Source: an optimization exercise on an open RTL-to-GDS flow (aim: small area, a short achievable clock period and few clock cycles). Production flows keep margins and buffers that such runs may drop.
The RTL was checked by simulation tests, not by an equivalence proof against the original design.

## par_core
module par_core (
    input  wire         clk,
    input  wire         rst,
    input  wire         cmd_valid,
    output wire         cmd_ready,
    input  wire [7:0]   cmd_op,
    input  wire [7:0]   cmd_k,
    input  wire [7:0]   cmd_e1,
    input  wire [7:0]   cmd_e2,
    input  wire [15:0]  cmd_ncols,
    input  wire         in_valid,
    output wire         in_ready,
    input  wire [63:0] in_data,
    output wire         out_valid,
    input  wire         out_ready,
    output wire [63:0] out_data,
    output wire         done,
    output wire [1:0]   done_status,
    output wire [1:0]   done_result
);
Size: about 3800 cells after synthesis, roughly 510 flip-flops, ~190 I/O pins, ~34000 sq um of cells after synthesis.
Settings: LEC_CHECK=0, CAP_MARGIN=20, CORE_MARGIN=2, CORE_UTILIZATION=70, PLACE_DENSITY=0.85, SLEW_MARGIN=20; clock period 10.0 ns.
standard.sh (not shown) runs the stock make flow with config.mk's settings and CLKGATE_MAP_FILE= SYNTH_SCRIPT=/design/flow/synth_recipe.tcl, a recipe that flattens the netlist after the stock synthesis.
==> flow/flow/run.sh <==
#!/bin/bash
# The standard layout (the standard.sh, unchanged synthesis and steps),
# with plain buffers instead of the default delay cells on the ports.
export BUFFER_PORTS_ARGS="-buffer_cell sky130_fd_sc_hd__buf_1"
bash standard.sh > standard.log 2>&1
Testbench counts at the start, summed over its fixed seeds: cycles 116,731.
Next try:
--- a/flow/design.v
+++ b/flow/design.v
@@ -213,35 +213,40 @@
     reg         in_rdy;       
     reg         in_nrdy;      
     reg         r_busy;       
     assign in_ready = in_rdy;
     wire fire = in_valid && !in_nrdy;
     wire [4:0] m1 = inc5(m);
-    wire [4:0] m2 = {inc5({1'b0, m[4:1]}) , m[0]};
+    wire [4:0] mh = inc5({1'b0, m[4:1]});
+    wire [4:0] m2 = {mh[3:0], m[0]};
     wire [4:0] m3 = inc5(m2);
     wire       at_lo = a_rec && (m == a_lom1);
     wire       skip1 = at_lo || (a_rec && (m == a_him1));    
     wire       skip2 = at_lo && a_adj;                        
     wire [4:0] next_m = skip2 ? m3 : skip1 ? m2 : m1;
     wire [7:0] h1 = gf2(h);
     wire [7:0] h2 = gf2(h1);
     wire [7:0] next_h = skip2 ? gf2(h2) : skip1 ? h2 : h1;
     wire [7:0] b1 = gf2(b);
     wire [7:0] h_fm = rd0 ? b : rd1 ? b1 : gf2(b1);
     wire colend   = (m == a_lm);
     wire colend2  = (m == a_lm2);           
-    wire lastcol  = (j_nc == 13'd0);
+    reg  dv, t_v;             
+    reg  d_last;              
+    wire nc_pend  = dv && d_last;
+    wire lastcol  = nc_pend ? (j_nc == 13'd1) : (j_nc == 13'd0);
     wire lastword = colend && lastcol;
     reg  c_isp, c_isq;        
     wire [7:0] coef = c_isp ? k0 : c_isq ? b : (h ^ k0);
     wire [63:0] coef_cg;
     gf_pow8 u_cg (.c(coef), .cg(coef_cg));
-    reg  dv, t_v;             
     wire r_release;           
-    wire r_keep = r_busy && !r_release;
-    wire decode   = jv && !jd;
+    reg  rel_d;               
+    wire r_keep = r_busy && !rel_d;
+    reg  dec_r;               
+    wire decode   = dec_r;
     wire bad_take = jd && a_bad && !r_busy && !dv && !t_v;
     wire free_f   = lastword;
     wire go_dec   = decode && !a_rec && !q_bad_std;      
     wire go_rec   = a_start;                              
     wire rdy_nf = go_dec ? !(q_single && r_keep) :
                   go_rec ? !(a_single && r_keep) :
@@ -249,12 +254,14 @@
     wire ce_f   = colend ? a_single : colend2;
     wire rdy_f  = !lastword && !(ce_f && (r_keep || colend));
     always @(posedge clk) begin
         if (rst) begin
             jv      <= 1'b0;
             jd      <= 1'b0;
+            dec_r   <= 1'b0;
+            rel_d   <= 1'b0;
             crdy    <= 1'b1;
             a_valid <= 1'b0;
             a_setup <= 1'b0;
             a_setup2 <= 1'b0;
             a_start <= 1'b0;
             sm_n    <= 5'd0;
@@ -267,12 +274,14 @@
                 crdy <= !cmd_valid;
             end else if (bad_take || (fire && free_f)) begin
                 jv   <= 1'b0;
                 crdy <= 1'b1;
             end
             jd      <= jv && !(bad_take || (fire && free_f));
+            dec_r   <= !jv && cmd_valid;
+            rel_d   <= r_release;
             if (go_dec || go_rec)
                 a_valid <= 1'b1;
             else if (fire && lastword)
                 a_valid <= 1'b0;
             a_setup <= decode && a_rec && !q_bad;
             a_setup2 <= a_setup && rec_ok;
@@ -285,13 +294,13 @@
             in_rdy  <= fire ? rdy_f : rdy_nf;
             in_nrdy <= fire ? !rdy_f : !rdy_nf;
             r_busy  <= r_keep || (fire && colend && (a_nout != 2'd0));
         end
         if (!jv)
             j_nc <= cmd_ncols[12:0];
-        else if (decode || (fire && colend))
+        else if (decode || nc_pend)
             j_nc <= j_nc ^ {~|j_nc[11:0], ~|j_nc[10:0], ~|j_nc[9:0], ~|j_nc[8:0],
                             ~|j_nc[7:0], ~|j_nc[6:0], ~|j_nc[5:0], ~|j_nc[4:0],
                             ~|j_nc[3:0], ~|j_nc[2:0], ~|j_nc[1:0], ~j_nc[0], 1'b1};
         if (decode) begin
             a_bad    <= q_bad;
             a_lm     <= a_op[1] ? kp1 : km1;             
@@ -362,13 +371,13 @@
             h <= h_fm;
         else if (fire)
             h <= next_h;
     end
     reg [63:0]  D;
     reg [63:0]  d_cg;         
-    reg         d_s0, d_first, d_last, d_lastcol;
+    reg         d_s0, d_first, d_lastcol;
     reg         s_first;      
     always @(posedge clk) begin
         if (rst)
             dv <= 1'b0;
         else
             dv <= fire;
@@ -379,18 +388,18 @@
         d_last    <= colend;
         d_lastcol <= lastcol;
         if (decode || go_rec || fire)
             s_first <= decode || go_rec || colend;
     end
     reg [63:0]  S0, S1;
-    wire [63:0] M;
-    gf_mul8 u_mul (.cg(d_cg), .d(D), .r(M));
+    wire [63:0] prod;
+    gf_mul8 u_mul (.cg(d_cg), .d(D), .r(prod));
     always @(posedge clk) begin
         if (dv) begin
             S0 <= (d_first ? 64'd0 : S0) ^ (d_s0 ? D : 64'd0);
-            S1 <= (d_first ? 64'd0 : S1) ^ M;
+            S1 <= (d_first ? 64'd0 : S1) ^ prod;
         end
     end
     reg         t_lastcol;
     wire        t_chk  = a_chk;
     wire [1:0]  t_nout = a_nout;
     wire [1:0]  t_w1   = a_w1;
After rerunning: The changed run produced a clean layout. Final cell count drops by 0.40%. Global-route usage climbs by 0.13 points. Via count is about the same. Wire length climbs by about 0.5%. Design area drops by 0.52%. Die area drops by about 0.3%. Critical path depth drops by 6. Non-clock buffer count drops by 4.
Testbench counts after the change, summed over its fixed seeds: cycles 116,826.

## re-timing with driven ports
The results above use ideal ports. As a check the final layouts listed here were re-extracted and re-timed, cells and wires unchanged.
Step 1 assumes that a clkbuf_16 drives the clock port and a buf_2 every other input.
Step 2 also shifts input and output timing later by t, the mid clock arrival at the registers, as if the neighbouring blocks saw the same clock.
Three values: no drivers, after step 1, after step 2; two values: the first two.
run	t (ns)	slack for setup (ns)	hold WS [ns]	slew at the worst register clock pin (ns)	worst slew at a driven data input, ns
the first run	0.680	6.667 / 6.705 / 6.025	0.332 / 0.332 / 0.332	0.07 / 0.07	0.04
the second run	0.688	6.815 / 6.759 / 6.463	0.338 / 0.338 / 0.338	0.07 / 0.07	0.06
After both steps setup and hold are still met in every run listed. For the first run, which loses most, drivers alone change the setup slack by +0.038 ns; drivers and shift together by -0.642 ns.
